Background: an optimization exercise with open tools, aiming at small area, a short achievable clock period and few clock cycles per item. Do not read the settings as production practice. Only simulation tests tie the RTL to the original design; equivalence was not proved. Power is estimated from default activity; no workload was simulated.

<file path="flow/design.v">
module sha384_core (
    input  wire         clk,
    input  wire         rst,
    input  wire         in_valid,
    output wire         in_ready,
    input  wire [63:0]  in_data,      
    input  wire         in_first,     
    input  wire         in_last,      
    output reg          out_valid,
    output wire [383:0] digest        
);
    localparam [63:0] IV0 = 64'hcbbb9d5dc1059ed8, IV1 = 64'h629a292a367cd507, IV2 = 64'h9159015a3070dd17, IV3 = 64'h152fecd8f70e5939,
                      IV4 = 64'h67332667ffc00b31, IV5 = 64'h8eb44a8768581511, IV6 = 64'hdb0c2e0d64f98fa7, IV7 = 64'h47b5481dbefa4fa4;
    localparam [64*80-1:0] KTAB = {
        64'h6c44198c4a475817, 64'h5fcb6fab3ad6faec, 64'h597f299cfc657e2a, 64'h4cc5d4becb3e42b6,
        64'h431d67c49c100d4c, 64'h3c9ebe0a15c9bebc, 64'h32caab7b40c72493, 64'h28db77f523047d84,
        64'h1b710b35131c471b, 64'h113f9804bef90dae, 64'h0a637dc5a2c898a6, 64'h06f067aa72176fba,
        64'hf57d4f7fee6ed178, 64'heada7dd6cde0eb1e, 64'hd186b8c721c0c207, 64'hca273eceea26619c,
        64'hc67178f2e372532b, 64'hbef9a3f7b2c67915, 64'ha4506cebde82bde9, 64'h90befffa23631e28,
        64'h8cc702081a6439ec, 64'h84c87814a1f0ab72, 64'h78a5636f43172f60, 64'h748f82ee5defb2fc,
        64'h682e6ff3d6b2b8a3, 64'h5b9cca4f7763e373, 64'h4ed8aa4ae3418acb, 64'h391c0cb3c5c95a63,
        64'h34b0bcb5e19b48a8, 64'h2748774cdf8eeb99, 64'h1e376c085141ab53, 64'h19a4c116b8d2d0c8,
        64'h106aa07032bbd1b8, 64'hf40e35855771202a, 64'hd69906245565a910, 64'hd192e819d6ef5218,
        64'hc76c51a30654be30, 64'hc24b8b70d0f89791, 64'ha81a664bbc423001, 64'ha2bfe8a14cf10364,
        64'h92722c851482353b, 64'h81c2c92e47edaee6, 64'h766a0abb3c77b2a8, 64'h650a73548baf63de,
        64'h53380d139d95b3df, 64'h4d2c6dfc5ac42aed, 64'h2e1b21385c26c926, 64'h27b70a8546d22ffc,
        64'h142929670a0e6e70, 64'h06ca6351e003826f, 64'hd5a79147930aa725, 64'hc6e00bf33da88fc2,
        64'hbf597fc7beef0ee4, 64'hb00327c898fb213f, 64'ha831c66d2db43210, 64'h983e5152ee66dfab,
        64'h76f988da831153b5, 64'h5cb0a9dcbd41fbd4, 64'h4a7484aa6ea6e483, 64'h2de92c6f592b0275,
        64'h240ca1cc77ac9c65, 64'h0fc19dc68b8cd5b5, 64'hefbe4786384f25e3, 64'he49b69c19ef14ad2,
        64'hc19bf174cf692694, 64'h9bdc06a725c71235, 64'h80deb1fe3b1696b1, 64'h72be5d74f27b896f,
        64'h550c7dc3d5ffb4e2, 64'h243185be4ee4b28c, 64'h12835b0145706fbe, 64'hd807aa98a3030242,
        64'hab1c5ed5da6d8118, 64'h923f82a4af194f9b, 64'h59f111f1b605d019, 64'h3956c25bf348b538,
        64'he9b5dba58189dbbc, 64'hb5c0fbcfec4d3b2f, 64'h7137449123ef65cd, 64'h428a2f98d728ae22
    };
    function automatic [63:0] rotr(input [63:0] x, input integer n);
        rotr = (x >> n) | (x << (64 - n));
    endfunction
    reg  [3:0] ph;                
    reg  [3:0] dph;               
    reg  [4:0] wcnt;              
    reg        nfirst, nlast;     
    reg        busy;              
    reg  [6:0] cnt;               
    reg        rnd, fin, sch;     
    reg        kpre;              
    reg        hfin;              
    reg        efin;              
    reg        cfirst, clast;     
    reg  rdy;
    assign in_ready = rdy;
    wire acc   = in_valid && rdy;
    wire full  = wcnt[4] || (wcnt == 5'd15 && acc);
    wire free  = !busy || cnt == 7'd83;
    wire start = full && dph == 4'd15 && free;
    wire       run_n  = busy && cnt != 7'd83;      
    wire [4:0] wcnt_n = start ? 5'd0 : acc ? wcnt + 5'd1 : wcnt;
    wire [3:0] dph_n  = (acc && wcnt == 5'd0) ? 4'd1 : dph + 4'd1;
    wire [1:0] ph_n   = ph[1:0] + 2'd1;
    wire       w0ok_n = ph_n == 2'd0 && !start && (!run_n || cnt >= 7'd67);
    wire       rdy_n  = (wcnt_n == 5'd0) ? w0ok_n : (!wcnt_n[4] && dph_n == wcnt_n[3:0]);
    reg [1023:0] w;               
    reg [63:0] a, b, c, d, e, f;
    reg [63:0] xs, xc, ys, yc;
    reg [63:0] ha0, ha1, ha2, ha3, he0, he1, he2, he3;    
    reg [63:0] hkw;               
    reg  [63:0] kval;
    reg  [63:0] krom;             
    always @* begin
        case (cnt)
            7'd0: krom = KTAB[256 +: 64];
            7'd1: krom = KTAB[320 +: 64];
            7'd2: krom = KTAB[384 +: 64];
            7'd3: krom = KTAB[448 +: 64];
            7'd4: krom = KTAB[512 +: 64];
            7'd5: krom = KTAB[576 +: 64];
            7'd6: krom = KTAB[640 +: 64];
            7'd7: krom = KTAB[704 +: 64];
            7'd8: krom = KTAB[768 +: 64];
            7'd9: krom = KTAB[832 +: 64];
            7'd10: krom = KTAB[896 +: 64];
            7'd11: krom = KTAB[960 +: 64];
            7'd12: krom = KTAB[1024 +: 64];
            7'd13: krom = KTAB[1088 +: 64];
            7'd14: krom = KTAB[1152 +: 64];
            7'd15: krom = KTAB[1216 +: 64];
            7'd16: krom = KTAB[1280 +: 64];
            7'd17: krom = KTAB[1344 +: 64];
            7'd18: krom = KTAB[1408 +: 64];
            7'd19: krom = KTAB[1472 +: 64];
            7'd20: krom = KTAB[1536 +: 64];
            7'd21: krom = KTAB[1600 +: 64];
            7'd22: krom = KTAB[1664 +: 64];
            7'd23: krom = KTAB[1728 +: 64];
            7'd24: krom = KTAB[1792 +: 64];
            7'd25: krom = KTAB[1856 +: 64];
            7'd26: krom = KTAB[1920 +: 64];
            7'd27: krom = KTAB[1984 +: 64];
            7'd28: krom = KTAB[2048 +: 64];
            7'd29: krom = KTAB[2112 +: 64];
            7'd30: krom = KTAB[2176 +: 64];
            7'd31: krom = KTAB[2240 +: 64];
            7'd32: krom = KTAB[2304 +: 64];
            7'd33: krom = KTAB[2368 +: 64];
            7'd34: krom = KTAB[2432 +: 64];
            7'd35: krom = KTAB[2496 +: 64];
            7'd36: krom = KTAB[2560 +: 64];
            7'd37: krom = KTAB[2624 +: 64];
            7'd38: krom = KTAB[2688 +: 64];
            7'd39: krom = KTAB[2752 +: 64];
            7'd40: krom = KTAB[2816 +: 64];
            7'd41: krom = KTAB[2880 +: 64];
            7'd42: krom = KTAB[2944 +: 64];
            7'd43: krom = KTAB[3008 +: 64];
            7'd44: krom = KTAB[3072 +: 64];
            7'd45: krom = KTAB[3136 +: 64];
            7'd46: krom = KTAB[3200 +: 64];
            7'd47: krom = KTAB[3264 +: 64];
            7'd48: krom = KTAB[3328 +: 64];
            7'd49: krom = KTAB[3392 +: 64];
            7'd50: krom = KTAB[3456 +: 64];
            7'd51: krom = KTAB[3520 +: 64];
            7'd52: krom = KTAB[3584 +: 64];
            7'd53: krom = KTAB[3648 +: 64];
            7'd54: krom = KTAB[3712 +: 64];
            7'd55: krom = KTAB[3776 +: 64];
            7'd56: krom = KTAB[3840 +: 64];
            7'd57: krom = KTAB[3904 +: 64];
            7'd58: krom = KTAB[3968 +: 64];
            7'd59: krom = KTAB[4032 +: 64];
            7'd60: krom = KTAB[4096 +: 64];
            7'd61: krom = KTAB[4160 +: 64];
            7'd62: krom = KTAB[4224 +: 64];
            7'd63: krom = KTAB[4288 +: 64];
            7'd64: krom = KTAB[4352 +: 64];
            7'd65: krom = KTAB[4416 +: 64];
            7'd66: krom = KTAB[4480 +: 64];
            7'd67: krom = KTAB[4544 +: 64];
            7'd68: krom = KTAB[4608 +: 64];
            7'd69: krom = KTAB[4672 +: 64];
            7'd70: krom = KTAB[4736 +: 64];
            7'd71: krom = KTAB[4800 +: 64];
            7'd72: krom = KTAB[4864 +: 64];
            7'd73: krom = KTAB[4928 +: 64];
            7'd74: krom = KTAB[4992 +: 64];
            7'd75: krom = KTAB[5056 +: 64];
            7'd80: krom = KTAB[0 +: 64];
            7'd81: krom = KTAB[64 +: 64];
            7'd82: krom = KTAB[128 +: 64];
            default: krom = KTAB[192 +: 64];
        endcase
    end
    reg  [63:0] kr;               
    wire [63:0] e_in;
    wire [63:0] bsig1 = rotr(e_in, 14) ^ rotr(e_in, 18) ^ rotr(e_in, 41);
    wire [63:0] ch    = (e_in & e) ^ (~e_in & f);
    wire [63:0] bsig0 = rotr(a, 28) ^ rotr(a, 34) ^ rotr(a, 39);
    wire [63:0] maj   = (a & b) ^ (a & c) ^ (b & c);
    wire [63:0] xs_d  = hkw ^ bsig1 ^ ch;
    wire [63:0] xc_d  = {(hkw[62:0] & bsig1[62:0]) | (hkw[62:0] & ch[62:0]) | (bsig1[62:0] & ch[62:0]), 1'b0};
    wire [63:0] y1s  = hkw ^ c ^ ch;
    wire [63:0] y1c  = {(hkw[62:0] & c[62:0]) | (hkw[62:0] & ch[62:0]) | (c[62:0] & ch[62:0]), 1'b0};
    wire [63:0] ys_d = y1s ^ y1c ^ bsig1;
    wire [63:0] yc_d = {(y1s[62:0] & y1c[62:0]) | (y1s[62:0] & bsig1[62:0]) | (y1c[62:0] & bsig1[62:0]), 1'b0};
    wire [63:0] as1 = xs ^ xc ^ maj;
    wire [63:0] ac1 = {(xs[62:0] & xc[62:0]) | (xs[62:0] & maj[62:0]) | (xc[62:0] & maj[62:0]), 1'b0};
    wire [63:0] as2 = as1 ^ ac1 ^ bsig0;
    wire [63:0] ac2 = {(as1[62:0] & ac1[62:0]) | (as1[62:0] & bsig0[62:0]) | (ac1[62:0] & bsig0[62:0]), 1'b0};
    wire [63:0] e_new, a_new;
    sk_add64 u_eadd (.x(ys), .y(yc), .s(e_new));
    sk_add64 u_aadd (.x(as2), .y(ac2), .s(a_new));
    wire [63:0] w0  = w[0 +: 64];
    wire [63:0] wp1 = w[64 +: 64], wp2 = w[128 +: 64], wp10 = w[640 +: 64], wp15 = w[960 +: 64];
    wire [63:0] ssig0 = rotr(wp2, 1) ^ rotr(wp2, 8) ^ (wp2 >> 7);
    wire [63:0] ssig1 = rotr(wp15, 19) ^ rotr(wp15, 61) ^ (wp15 >> 6);
    wire [63:0] ws1 = ssig1 ^ wp10 ^ ssig0;
    wire [63:0] wc1 = {(ssig1[62:0] & wp10[62:0]) | (ssig1[62:0] & ssig0[62:0]) | (wp10[62:0] & ssig0[62:0]), 1'b0};
    wire [63:0] ws2 = ws1 ^ wc1 ^ wp1;
    wire [63:0] wc2 = {(ws1[62:0] & wc1[62:0]) | (ws1[62:0] & wp1[62:0]) | (wc1[62:0] & wp1[62:0]), 1'b0};
    reg  [63:0] ws, wc;
    wire [63:0] wnext;
    sk_add64 u_wadd (.x(ws), .y(wc), .s(wnext));
    wire [63:0] w_in  = acc ? in_data : (sch ? wnext : w0);
    reg [63:0] iva, ive, ivr;
    always @* begin
        case (ph[1:0])
            2'd0: begin iva = IV3; ive = IV7; ivr = IV6; end
            2'd1: begin iva = IV2; ive = IV6; ivr = IV5; end
            2'd2: begin iva = IV1; ive = IV5; ivr = IV4; end
            default: begin iva = IV0; ive = IV4; ivr = IV7; end
        endcase
    end
    wire        ldh  = rnd && cfirst;
    wire [63:0] hba  = ha3;
    wire [63:0] suma;             
    sk_add64 u_fadd (.x(d), .y(hba), .s(suma));
    wire [63:0] ya   = fin ? suma : (ldh ? iva : ha3);
    wire [63:0] ye   = efin ? hkw : (ldh ? ivr : he3);
    wire [63:0] w2k = hfin ? 64'd0 : w[191:128];
    wire [63:0] ks1 = f ^ kval ^ w2k;
    wire [63:0] kc1 = {(f[62:0] & kval[62:0]) | (f[62:0] & w2k[62:0]) | (kval[62:0] & w2k[62:0]), 1'b0};
    wire [63:0] hkw_d;
    sk_add64 u_hadd (.x(ks1), .y(kc1), .s(hkw_d));
    wire        ldiv = (wcnt != 5'd0) && nfirst;
    assign e_in   = rnd ? e_new : (ldiv ? ive : he0);
    assign digest = {ha0, ha1, ha2, ha3, he1, he2};
    always @(posedge clk) begin
        w   <= {w_in, w[1023:64]};
        ws  <= ws2;
        wc  <= wc2;
        hkw <= hkw_d;
        kr   <= (!busy && dph == 4'd14) ? KTAB[128 +: 64] : krom;
        kval <= kpre ? he1
              : (!busy && dph == 4'd13) ? KTAB[0 +: 64]
              : (!busy && dph == 4'd14) ? KTAB[64 +: 64] : kr;
        xs  <= xs_d;
        xc  <= xc_d;
        ys  <= ys_d;
        yc  <= yc_d;
        a <= rnd ? a_new : (ldiv ? iva : ya);
        b <= a; c <= b; d <= c;
        e <= e_in;
        f <= e;
        ha0 <= ya; ha1 <= ha0; ha2 <= ha1; ha3 <= ha2;
        he0 <= ye; he1 <= he0; he2 <= he1; he3 <= he2;
    end
    always @(posedge clk) begin
        if (rst) begin
            ph        <= 4'd0;
            dph       <= 4'd0;
            wcnt      <= 5'd0;
            busy      <= 1'b0;
            cnt       <= 7'd83;
            rnd       <= 1'b0;
            fin       <= 1'b0;
            sch       <= 1'b0;
            kpre      <= 1'b0;
            hfin      <= 1'b0;
            efin      <= 1'b0;
            rdy       <= 1'b1;
            out_valid <= 1'b0;
        end else begin
            ph  <= ph + 4'd1;
            dph <= dph_n;
            rdy <= rdy_n;
            if (acc && wcnt == 5'd0) begin
                nfirst <= in_first;
                nlast  <= in_last;
            end
            wcnt <= wcnt_n;
            out_valid <= fin && cnt == 7'd83 && clast;
            if (start) begin
                busy   <= 1'b1;
                cnt    <= 7'd0;
                rnd    <= 1'b1;
                fin    <= 1'b0;
                sch    <= 1'b1;
                kpre   <= 1'b0;
                hfin   <= 1'b0;
                efin   <= 1'b0;
                cfirst <= nfirst;
                clast  <= nlast;
            end else if (busy && cnt != 7'd83) begin
                cnt <= cnt + 7'd1;
                rnd <= cnt < 7'd79;
                fin <= cnt >= 7'd79;
                sch <= cnt < 7'd63;
                kpre <= cnt >= 7'd76 && cnt <= 7'd79;
                hfin <= cnt >= 7'd77 && cnt <= 7'd80;
                efin <= cnt >= 7'd78 && cnt <= 7'd81;
            end else begin
                busy <= 1'b0;
                rnd  <= 1'b0;
                fin  <= 1'b0;
                sch  <= 1'b0;
                kpre <= 1'b0;
                hfin <= 1'b0;
                efin <= 1'b0;
            end
        end
    end
endmodule
module sk_add64 (input wire [63:0] x, input wire [63:0] y, output wire [63:0] s);
    wire [63:0] p0 = x ^ y;
    wire [63:0] g0 = x & y;
    wire g_0 = g0[1] | (p0[1] & g0[0]);
    wire g_1 = g0[3] | (p0[3] & g0[2]);
    wire p_1 = p0[3] & p0[2];
    wire g_2 = g0[5] | (p0[5] & g0[4]);
    wire p_2 = p0[5] & p0[4];
    wire g_3 = g0[7] | (p0[7] & g0[6]);
    wire p_3 = p0[7] & p0[6];
    wire g_4 = g0[9] | (p0[9] & g0[8]);
    wire p_4 = p0[9] & p0[8];
    wire g_5 = g0[11] | (p0[11] & g0[10]);
    wire p_5 = p0[11] & p0[10];
    wire g_6 = g0[13] | (p0[13] & g0[12]);
    wire p_6 = p0[13] & p0[12];
    wire g_7 = g0[15] | (p0[15] & g0[14]);
    wire p_7 = p0[15] & p0[14];
    wire g_8 = g0[17] | (p0[17] & g0[16]);
    wire p_8 = p0[17] & p0[16];
    wire g_9 = g0[19] | (p0[19] & g0[18]);
    wire p_9 = p0[19] & p0[18];
    wire g_10 = g0[21] | (p0[21] & g0[20]);
    wire p_10 = p0[21] & p0[20];
    wire g_11 = g0[23] | (p0[23] & g0[22]);
    wire p_11 = p0[23] & p0[22];
    wire g_12 = g0[25] | (p0[25] & g0[24]);
    wire p_12 = p0[25] & p0[24];
    wire g_13 = g0[27] | (p0[27] & g0[26]);
    wire p_13 = p0[27] & p0[26];
    wire g_14 = g0[29] | (p0[29] & g0[28]);
    wire p_14 = p0[29] & p0[28];
    wire g_15 = g0[31] | (p0[31] & g0[30]);
    wire p_15 = p0[31] & p0[30];
    wire g_16 = g0[33] | (p0[33] & g0[32]);
    wire p_16 = p0[33] & p0[32];
    wire g_17 = g0[35] | (p0[35] & g0[34]);
    wire p_17 = p0[35] & p0[34];
    wire g_18 = g0[37] | (p0[37] & g0[36]);
    wire p_18 = p0[37] & p0[36];
    wire g_19 = g0[39] | (p0[39] & g0[38]);
    wire p_19 = p0[39] & p0[38];
    wire g_20 = g0[41] | (p0[41] & g0[40]);
    wire p_20 = p0[41] & p0[40];
    wire g_21 = g0[43] | (p0[43] & g0[42]);
    wire p_21 = p0[43] & p0[42];
    wire g_22 = g0[45] | (p0[45] & g0[44]);
    wire p_22 = p0[45] & p0[44];
    wire g_23 = g0[47] | (p0[47] & g0[46]);
    wire p_23 = p0[47] & p0[46];
    wire g_24 = g0[49] | (p0[49] & g0[48]);
    wire p_24 = p0[49] & p0[48];
    wire g_25 = g0[51] | (p0[51] & g0[50]);
    wire p_25 = p0[51] & p0[50];
    wire g_26 = g0[53] | (p0[53] & g0[52]);
    wire p_26 = p0[53] & p0[52];
    wire g_27 = g0[55] | (p0[55] & g0[54]);
    wire p_27 = p0[55] & p0[54];
    wire g_28 = g0[57] | (p0[57] & g0[56]);
    wire p_28 = p0[57] & p0[56];
    wire g_29 = g0[59] | (p0[59] & g0[58]);
    wire p_29 = p0[59] & p0[58];
    wire g_30 = g0[61] | (p0[61] & g0[60]);
    wire p_30 = p0[61] & p0[60];
    wire g_31 = g0[63] | (p0[63] & g0[62]);
    wire p_31 = p0[63] & p0[62];
    wire g_32 = g0[2] | (p0[2] & g_0);
    wire g_33 = g_1 | (p_1 & g_0);
    wire g_34 = g0[6] | (p0[6] & g_2);
    wire p_34 = p0[6] & p_2;
    wire g_35 = g_3 | (p_3 & g_2);
    wire p_35 = p_3 & p_2;
    wire g_36 = g0[10] | (p0[10] & g_4);
    wire p_36 = p0[10] & p_4;
    wire g_37 = g_5 | (p_5 & g_4);
    wire p_37 = p_5 & p_4;
    wire g_38 = g0[14] | (p0[14] & g_6);
    wire p_38 = p0[14] & p_6;
    wire g_39 = g_7 | (p_7 & g_6);
    wire p_39 = p_7 & p_6;
    wire g_40 = g0[18] | (p0[18] & g_8);
    wire p_40 = p0[18] & p_8;
    wire g_41 = g_9 | (p_9 & g_8);
    wire p_41 = p_9 & p_8;
    wire g_42 = g0[22] | (p0[22] & g_10);
    wire p_42 = p0[22] & p_10;
    wire g_43 = g_11 | (p_11 & g_10);
    wire p_43 = p_11 & p_10;
    wire g_44 = g0[26] | (p0[26] & g_12);
    wire p_44 = p0[26] & p_12;
    wire g_45 = g_13 | (p_13 & g_12);
    wire p_45 = p_13 & p_12;
    wire g_46 = g0[30] | (p0[30] & g_14);
    wire p_46 = p0[30] & p_14;
    wire g_47 = g_15 | (p_15 & g_14);
    wire p_47 = p_15 & p_14;
    wire g_48 = g0[34] | (p0[34] & g_16);
    wire p_48 = p0[34] & p_16;
    wire g_49 = g_17 | (p_17 & g_16);
    wire p_49 = p_17 & p_16;
    wire g_50 = g0[38] | (p0[38] & g_18);
    wire p_50 = p0[38] & p_18;
    wire g_51 = g_19 | (p_19 & g_18);
    wire p_51 = p_19 & p_18;
    wire g_52 = g0[42] | (p0[42] & g_20);
    wire p_52 = p0[42] & p_20;
    wire g_53 = g_21 | (p_21 & g_20);
    wire p_53 = p_21 & p_20;
    wire g_54 = g0[46] | (p0[46] & g_22);
    wire p_54 = p0[46] & p_22;
    wire g_55 = g_23 | (p_23 & g_22);
    wire p_55 = p_23 & p_22;
    wire g_56 = g0[50] | (p0[50] & g_24);
    wire p_56 = p0[50] & p_24;
    wire g_57 = g_25 | (p_25 & g_24);
    wire p_57 = p_25 & p_24;
    wire g_58 = g0[54] | (p0[54] & g_26);
    wire p_58 = p0[54] & p_26;
    wire g_59 = g_27 | (p_27 & g_26);
    wire p_59 = p_27 & p_26;
    wire g_60 = g0[58] | (p0[58] & g_28);
    wire p_60 = p0[58] & p_28;
    wire g_61 = g_29 | (p_29 & g_28);
    wire p_61 = p_29 & p_28;
    wire g_62 = g0[62] | (p0[62] & g_30);
    wire p_62 = p0[62] & p_30;
    wire g_63 = g_31 | (p_31 & g_30);
    wire p_63 = p_31 & p_30;
    wire g_64 = g0[4] | (p0[4] & g_33);
    wire g_65 = g_2 | (p_2 & g_33);
    wire g_66 = g_34 | (p_34 & g_33);
    wire g_67 = g_35 | (p_35 & g_33);
    wire g_68 = g0[12] | (p0[12] & g_37);
    wire p_68 = p0[12] & p_37;
    wire g_69 = g_6 | (p_6 & g_37);
    wire p_69 = p_6 & p_37;
    wire g_70 = g_38 | (p_38 & g_37);
    wire p_70 = p_38 & p_37;
    wire g_71 = g_39 | (p_39 & g_37);
    wire p_71 = p_39 & p_37;
    wire g_72 = g0[20] | (p0[20] & g_41);
    wire p_72 = p0[20] & p_41;
    wire g_73 = g_10 | (p_10 & g_41);
    wire p_73 = p_10 & p_41;
    wire g_74 = g_42 | (p_42 & g_41);
    wire p_74 = p_42 & p_41;
    wire g_75 = g_43 | (p_43 & g_41);
    wire p_75 = p_43 & p_41;
    wire g_76 = g0[28] | (p0[28] & g_45);
    wire p_76 = p0[28] & p_45;
    wire g_77 = g_14 | (p_14 & g_45);
    wire p_77 = p_14 & p_45;
    wire g_78 = g_46 | (p_46 & g_45);
    wire p_78 = p_46 & p_45;
    wire g_79 = g_47 | (p_47 & g_45);
    wire p_79 = p_47 & p_45;
    wire g_80 = g0[36] | (p0[36] & g_49);
    wire p_80 = p0[36] & p_49;
    wire g_81 = g_18 | (p_18 & g_49);
    wire p_81 = p_18 & p_49;
    wire g_82 = g_50 | (p_50 & g_49);
    wire p_82 = p_50 & p_49;
    wire g_83 = g_51 | (p_51 & g_49);
    wire p_83 = p_51 & p_49;
    wire g_84 = g0[44] | (p0[44] & g_53);
    wire p_84 = p0[44] & p_53;
    wire g_85 = g_22 | (p_22 & g_53);
    wire p_85 = p_22 & p_53;
    wire g_86 = g_54 | (p_54 & g_53);
    wire p_86 = p_54 & p_53;
    wire g_87 = g_55 | (p_55 & g_53);
    wire p_87 = p_55 & p_53;
    wire g_88 = g0[52] | (p0[52] & g_57);
    wire p_88 = p0[52] & p_57;
    wire g_89 = g_26 | (p_26 & g_57);
    wire p_89 = p_26 & p_57;
    wire g_90 = g_58 | (p_58 & g_57);
    wire p_90 = p_58 & p_57;
    wire g_91 = g_59 | (p_59 & g_57);
    wire p_91 = p_59 & p_57;
    wire g_92 = g0[60] | (p0[60] & g_61);
    wire p_92 = p0[60] & p_61;
    wire g_93 = g_30 | (p_30 & g_61);
    wire p_93 = p_30 & p_61;
    wire g_94 = g_62 | (p_62 & g_61);
    wire p_94 = p_62 & p_61;
    wire g_95 = g_63 | (p_63 & g_61);
    wire p_95 = p_63 & p_61;
    wire g_96 = g0[8] | (p0[8] & g_67);
    wire g_97 = g_4 | (p_4 & g_67);
    wire g_98 = g_36 | (p_36 & g_67);
    wire g_99 = g_37 | (p_37 & g_67);
    wire g_100 = g_68 | (p_68 & g_67);
    wire g_101 = g_69 | (p_69 & g_67);
    wire g_102 = g_70 | (p_70 & g_67);
    wire g_103 = g_71 | (p_71 & g_67);
    wire g_104 = g0[24] | (p0[24] & g_75);
    wire p_104 = p0[24] & p_75;
    wire g_105 = g_12 | (p_12 & g_75);
    wire p_105 = p_12 & p_75;
    wire g_106 = g_44 | (p_44 & g_75);
    wire p_106 = p_44 & p_75;
    wire g_107 = g_45 | (p_45 & g_75);
    wire p_107 = p_45 & p_75;
    wire g_108 = g_76 | (p_76 & g_75);
    wire p_108 = p_76 & p_75;
    wire g_109 = g_77 | (p_77 & g_75);
    wire p_109 = p_77 & p_75;
    wire g_110 = g_78 | (p_78 & g_75);
    wire p_110 = p_78 & p_75;
    wire g_111 = g_79 | (p_79 & g_75);
    wire p_111 = p_79 & p_75;
    wire g_112 = g0[40] | (p0[40] & g_83);
    wire p_112 = p0[40] & p_83;
    wire g_113 = g_20 | (p_20 & g_83);
    wire p_113 = p_20 & p_83;
    wire g_114 = g_52 | (p_52 & g_83);
    wire p_114 = p_52 & p_83;
    wire g_115 = g_53 | (p_53 & g_83);
    wire p_115 = p_53 & p_83;
    wire g_116 = g_84 | (p_84 & g_83);
    wire p_116 = p_84 & p_83;
    wire g_117 = g_85 | (p_85 & g_83);
    wire p_117 = p_85 & p_83;
    wire g_118 = g_86 | (p_86 & g_83);
    wire p_118 = p_86 & p_83;
    wire g_119 = g_87 | (p_87 & g_83);
    wire p_119 = p_87 & p_83;
    wire g_120 = g0[56] | (p0[56] & g_91);
    wire p_120 = p0[56] & p_91;
    wire g_121 = g_28 | (p_28 & g_91);
    wire p_121 = p_28 & p_91;
    wire g_122 = g_60 | (p_60 & g_91);
    wire p_122 = p_60 & p_91;
    wire g_123 = g_61 | (p_61 & g_91);
    wire p_123 = p_61 & p_91;
    wire g_124 = g_92 | (p_92 & g_91);
    wire p_124 = p_92 & p_91;
    wire g_125 = g_93 | (p_93 & g_91);
    wire p_125 = p_93 & p_91;
    wire g_126 = g_94 | (p_94 & g_91);
    wire p_126 = p_94 & p_91;
    wire g_127 = g_95 | (p_95 & g_91);
    wire p_127 = p_95 & p_91;
    wire g_128 = g0[16] | (p0[16] & g_103);
    wire g_129 = g_8 | (p_8 & g_103);
    wire g_130 = g_40 | (p_40 & g_103);
    wire g_131 = g_41 | (p_41 & g_103);
    wire g_132 = g_72 | (p_72 & g_103);
    wire g_133 = g_73 | (p_73 & g_103);
    wire g_134 = g_74 | (p_74 & g_103);
    wire g_135 = g_75 | (p_75 & g_103);
    wire g_136 = g_104 | (p_104 & g_103);
    wire g_137 = g_105 | (p_105 & g_103);
    wire g_138 = g_106 | (p_106 & g_103);
    wire g_139 = g_107 | (p_107 & g_103);
    wire g_140 = g_108 | (p_108 & g_103);
    wire g_141 = g_109 | (p_109 & g_103);
    wire g_142 = g_110 | (p_110 & g_103);
    wire g_143 = g_111 | (p_111 & g_103);
    wire g_144 = g0[48] | (p0[48] & g_119);
    wire p_144 = p0[48] & p_119;
    wire g_145 = g_24 | (p_24 & g_119);
    wire p_145 = p_24 & p_119;
    wire g_146 = g_56 | (p_56 & g_119);
    wire p_146 = p_56 & p_119;
    wire g_147 = g_57 | (p_57 & g_119);
    wire p_147 = p_57 & p_119;
    wire g_148 = g_88 | (p_88 & g_119);
    wire p_148 = p_88 & p_119;
    wire g_149 = g_89 | (p_89 & g_119);
    wire p_149 = p_89 & p_119;
    wire g_150 = g_90 | (p_90 & g_119);
    wire p_150 = p_90 & p_119;
    wire g_151 = g_91 | (p_91 & g_119);
    wire p_151 = p_91 & p_119;
    wire g_152 = g_120 | (p_120 & g_119);
    wire p_152 = p_120 & p_119;
    wire g_153 = g_121 | (p_121 & g_119);
    wire p_153 = p_121 & p_119;
    wire g_154 = g_122 | (p_122 & g_119);
    wire p_154 = p_122 & p_119;
    wire g_155 = g_123 | (p_123 & g_119);
    wire p_155 = p_123 & p_119;
    wire g_156 = g_124 | (p_124 & g_119);
    wire p_156 = p_124 & p_119;
    wire g_157 = g_125 | (p_125 & g_119);
    wire p_157 = p_125 & p_119;
    wire g_158 = g_126 | (p_126 & g_119);
    wire p_158 = p_126 & p_119;
    wire g_159 = g_127 | (p_127 & g_119);
    wire p_159 = p_127 & p_119;
    wire g_160 = g0[32] | (p0[32] & g_143);
    wire g_161 = g_16 | (p_16 & g_143);
    wire g_162 = g_48 | (p_48 & g_143);
    wire g_163 = g_49 | (p_49 & g_143);
    wire g_164 = g_80 | (p_80 & g_143);
    wire g_165 = g_81 | (p_81 & g_143);
    wire g_166 = g_82 | (p_82 & g_143);
    wire g_167 = g_83 | (p_83 & g_143);
    wire g_168 = g_112 | (p_112 & g_143);
    wire g_169 = g_113 | (p_113 & g_143);
    wire g_170 = g_114 | (p_114 & g_143);
    wire g_171 = g_115 | (p_115 & g_143);
    wire g_172 = g_116 | (p_116 & g_143);
    wire g_173 = g_117 | (p_117 & g_143);
    wire g_174 = g_118 | (p_118 & g_143);
    wire g_175 = g_119 | (p_119 & g_143);
    wire g_176 = g_144 | (p_144 & g_143);
    wire g_177 = g_145 | (p_145 & g_143);
    wire g_178 = g_146 | (p_146 & g_143);
    wire g_179 = g_147 | (p_147 & g_143);
    wire g_180 = g_148 | (p_148 & g_143);
    wire g_181 = g_149 | (p_149 & g_143);
    wire g_182 = g_150 | (p_150 & g_143);
    wire g_183 = g_151 | (p_151 & g_143);
    wire g_184 = g_152 | (p_152 & g_143);
    wire g_185 = g_153 | (p_153 & g_143);
    wire g_186 = g_154 | (p_154 & g_143);
    wire g_187 = g_155 | (p_155 & g_143);
    wire g_188 = g_156 | (p_156 & g_143);
    wire g_189 = g_157 | (p_157 & g_143);
    wire g_190 = g_158 | (p_158 & g_143);
    wire g_191 = g_159 | (p_159 & g_143);
    assign s = p0 ^ {g_190, g_189, g_188, g_187, g_186, g_185, g_184, g_183, g_182, g_181, g_180, g_179, g_178, g_177, g_176, g_175, g_174, g_173, g_172, g_171, g_170, g_169, g_168, g_167, g_166, g_165, g_164, g_163, g_162, g_161, g_160, g_143, g_142, g_141, g_140, g_139, g_138, g_137, g_136, g_135, g_134, g_133, g_132, g_131, g_130, g_129, g_128, g_103, g_102, g_101, g_100, g_99, g_98, g_97, g_96, g_67, g_66, g_65, g_64, g_33, g_32, g_0, g0[0], 1'b0};
endmodule
</file>
<file path="flow/flow/run.sh">
#!/bin/bash
set -euo pipefail
bash standard.sh SETUP_SLACK_MARGIN=8.75 finish > orfs_make.log 2>&1
</file>
<file path="flow/standard.sh">
#!/bin/bash
# synth_recipe.tcl (not shown) runs the flow's synth.tcl, then flattens the netlist and writes it again
# the make line also repeats each setting of config.mk as NAME=value (left out here)
make -C /OpenROAD-flow-scripts/flow DESIGN_CONFIG=/design/flow/config.mk WORK_HOME=/design/flow/orfs CLKGATE_MAP_FILE= SYNTH_SCRIPT=/design/flow/synth_recipe.tcl "${@:-finish}"
</file>
<file path="flow/config.mk">
export PLATFORM = sky130hd
export DESIGN_NAME = sha384_core
export DESIGN_NICKNAME = sha384_core
export VERILOG_FILES = /design/flow/design.v
export SDC_FILE = /design/flow/constraint.sdc
export NUM_CORES = 4
export LEC_CHECK = 0
export CAP_MARGIN = 20
export CORE_MARGIN = 2
export CORE_UTILIZATION = 40
export CTS_CLUSTER_DIAMETER = 100
export CTS_CLUSTER_SIZE = 20
export SLEW_MARGIN = 20
export SYNTH_HIERARCHICAL = 1
export SYNTH_MEMORY_MAX_BITS = 16384
</file>
<file path="flow/constraint.sdc">
create_clock -name core_clock -period 13.0 [get_ports {clk}]
set_input_delay 2.6000 -clock core_clock [delete_from_list [all_inputs] [get_ports {clk}]]
set_output_delay 2.6000 -clock core_clock [all_outputs]
set_load 0.01 [all_outputs]
</file>
==> summary.txt <==
-- Yosys stat by module, one instance, submodules excluded --
module | times used | cell area (um^2) | cells
sha384_core | 1 | 82300 | 6738
sk_add64 | 5 | 2610 | 336
-- layout by cell type, fill, tap and decap left out, types with 63 or more instances in the layout --
master / count
a21o_1: 91
a21oi_1: 548
buf_4: 226
clkbuf_16: 148
clkdlybuf4s50_1: 68
dfxtp_1: 2322
dfxtp_2: 135
dfxtp_4: 63
dlygate4sd2_1: 377
fa_1: 489
ha_1: 336
inv_1: 406
mux2i_1: 66
nand2_1: 603
nand2b_1: 113
nand3_1: 69
nor2_1: 324
nor3_1: 115
o21ai_0: 512
xnor2_1: 531
xnor2_2: 78
xor2_1: 124
-- what timing repair did --
action | CTS | global route
hold buffers | 0 | 0
buffers inserted | 104 | 62
cloned | 1 | 4
endpoints found under the setup margin | 709 | 255
resized for setup | 936 | 212
pin swaps | 98 | 119
-- per-stage QoR --
step	setup slack [ns]	total power (uW)	hold slack [ns]	util [%]	cell area, um^2
floorplan	8.84	15900	0.310	-	95300
global placement	7.60	18400	0.310	43.6	104000
detailed placement	7.58	18500	0.312	43.6	104000
CTS	8.49	24000	0.287	46.5	110000
global route	8.45	25800	0.288	47.2	112000
finish	8.50	24300	0.293	47.2	112000
-- final cells by class --
| cell class | count | area (um^2) | share of cell area, % |
|---|---|---|---|
| diodes | 7 | 17.5 | 0.0156 |
| clock buffers | 156 | 3750 | 3.35 |
| clock inverters | 28 | 558 | 0.498 |
| inverters | 416 | 1580 | 1.41 |
| multi-input cells | 5156 | 44600 | 39.8 |
| flip-flops and latches | 2524 | 51000 | 45.5 |
| well taps | 3167 | 3960 | 3.54 |
| repair buffers | 737 | 6580 | 5.88 |
-- worst max path at each step --
| stage | cells after the start | slack [ns] | to | startpoint |
|---|---|---|---|---|
| floorplan | 14 | 8.84 | ys[47] | yc[1] |
| global placement | 14 | 7.60 | xs[13] | yc[9] |
| detailed placement | 14 | 7.58 | xs[13] | yc[9] |
| CTS | 15 | 8.49 | ys[47] | ys[1] |
| global route | 20 | 8.45 | a[54] | c[1] |
| finish | 11 | 8.50 | kr[5] | cnt[0] |
-- power by group --
group	internal [uW]	switching (uW)	leakage [uW]	total [uW]
registers	9140	1110	0.0209	10200
logic	4160	5070	0.0248	9230
clock network	2180	2660	0.00209	4840
-- cells by family after synthesis --
family	share of synthesized area (%)
adders and majority gates	16.4
other	0.00393
buffers and inverters	3.03
xor gates and xnor gates	7.06
DFF	53.1
AOI/OAI and AO/OA	11.8
and+or+nand+nor	7.13
muxes	1.47
-- per-layer routing --
metal	up-vias	track usage (%)	part of all wire [%]
li1	29371	-	-
met1	31951	38.6	42
met2	2538	47.3	45
met3	762	4.28	5.6
met4	16	18.1	7.2
met5	-	0	0.029
==> key figures <==
Critical path
  • Crit path DAT: 5.17 ns
  • Critical-path cell list: buf_4 -> clkinvlp_4 -> buf_4 -> ha_1 -> buf_4 -> and2_1 -> nor3_1 -> a31oi_1 -> a211oi_1 -> a211oi_1 -> o21ai_0
  • Worst path top cell family by delay: compound AO/OA/AOI/OAI gates
  • R2r setup slk: 8.50 ns
  • CP bufs+invs: 4
  • Reg2reg start: cnt[0]
  • Worst setup path class: flop to flop
  • Crit path launch type: flop
  • Worst path max stage delay: 0.93 ns
  • Cell at the slowest stage of the critical path: a211oi_1
  • CP max FO: 27
  • R2r endpoint: kr[5]
  • CP most frequent cell: buf_4
  • Req. time, crit path: about 14 ns
  • Worst-case reg-to-reg path depth: 11
  • Critical Path End Type: flop

GRT
  • Remaining global-route overflow: 0
  • First-pass GRT wire length: 506,000 um
  • Vias in the first global route: around 64k
  • Pin count of the biggest net entering global routing: 109
  • GRT Total Usage: 29.8%
  • Antenna violations before repair: 27

Power
  • Pwr/cell area: ~220 nW/um^2
  • Maximum vdd drop: around 0.12 mV
  • Lkg Pwr: 0.0478 uW

Drt
  • Iter 0 DRT Violations: slightly below 6k
  • Routed Antenna Nets: 0
  • Pre-Repair DR Iteration Count: 6
  • Remaining DRCs: 0
  • Routed vias/inst: roughly 5.3
  • Post-Route WL: 371,000 um
  • Routed len/inst: 30.4 um
  • Total number of vias: 64.6k

Floorplan
  • CORE AREA: 237,000 um^2
  • Die height: 492 um
  • # IOs: 455
  • Rows: around 180
  • Die area: between 200,000 and 250,000 um^2
  • Starting Density: between 40% and 50%
  • Die X: approximately 490 um

Worst hold path
  • HP Start: w[354]
  • Hold Crit Class: flop to flop
  • Worst hold endpoint: w[290]
  • Worst Hold Depth: 0

Timing
  • Unrepaired setup endpoints after global routing: true
  • Max Freq: roughly 220 MHz
  • Count of final hold-check violations: 0
  • Slew HR: a little over an eighth
  • Endpoints failing setup: 0
  • Clk_skew: 0.0609 ns
  • Max Slew Vio Count: 0
  • Final worst-path cycle share: 34.6%
  • Slew @ Worst Pin: 1.29 ns
  • Accumulated negative setup slack: 0 ns
  • Fin crit period: 4.50 ns

Clocking
  • CTS clk-pin slew, worst paths: about 0.08 ns
  • CTS Sinks: 2,524
  • CTS Buffer Depth: 3
  • CTS root buffer: clkbuf_16
  • Worst-skew pair later-pin latency: 0.87 ns
  • CTS tree: done
  • Htree depth: 4
  • Total CTS buffers: approximately 150

Synth
  • Post-synth top area cell: dfxtp_1
  • Avg Inst Size Synth: between 10 and 15 um^2
  • Yosys warns: 7
  • Synth cell types: 95
  • Synth Instances: 8,418
  • Share of the synthesized area in the top cell type: 52.9%
  • Synth top cells by count: 2,520 x dfxtp_1, 631 x xnor2_1, 609 x nand2_1
  • Sequential area share after synthesis: between 50 and 60%
  • Synth area leaders: dfxtp_1 53%, fa_1 11%, xnor2_1 5.8%
  • Synth async-reset ratio: 0%
  • Synthesized area: roughly 95,000 um^2
  • Post-synth EDFFs: 4
  • Yosys reg bits: 2,524
  • Most used DFF post-synth: dfxtp_1
  • Most frequent cell after synthesis: dfxtp_1

Final layout
  • Final cell count without fillers: approximately 12k
  • Share of cells above drive strength 1: 13.2%
  • Fill cell count: 21.7k
  • Final net count: 9,936
  • Max reg flops: roughly 1k
  • Synthesis-to-finish area growth: 17.5%
  • Most flop-heavy register: w

Placed design
  • DP Wirelength: 286,000 um
  • Port Buf Inserts: 454
  • Inst Count DP: 11.8k
  • Placer Congestion: between 0.9 and 1

Status
  • Status: complete, no violations

Run
  • Maxcap violations: 0
Testbench counts, summed over its fixed seeds: cycles 25,500, blocks 300.

separate check: timing with driven ports:
In the flow no input, the clock included, has a driving cell. The finished layout below was timed again as built, in two steps.
Step 1 assumes that a clkbuf_16 drives the clock port and a buf_2 every other input.
Step 2, shift: input delay + t, output delay - t, t = (earliest + latest rising clock arrival at the registers) / 2. This alone moves slack from input paths to output paths.
Three values: ideal, step 1, step 2; two values: the first two.
t (ns): 0.936
slack for setup (ns): 8.502 / 8.502 / 8.004
worst setup path after step 2: input to register
slew at the worst register clock pin (ns): 0.10 / 0.10
pins driven straight from the clock port: 1
After both steps setup and hold are still met in this run. For this run, drivers alone change the setup slack by 0.000 ns; drivers and shift together by -0.498 ns.
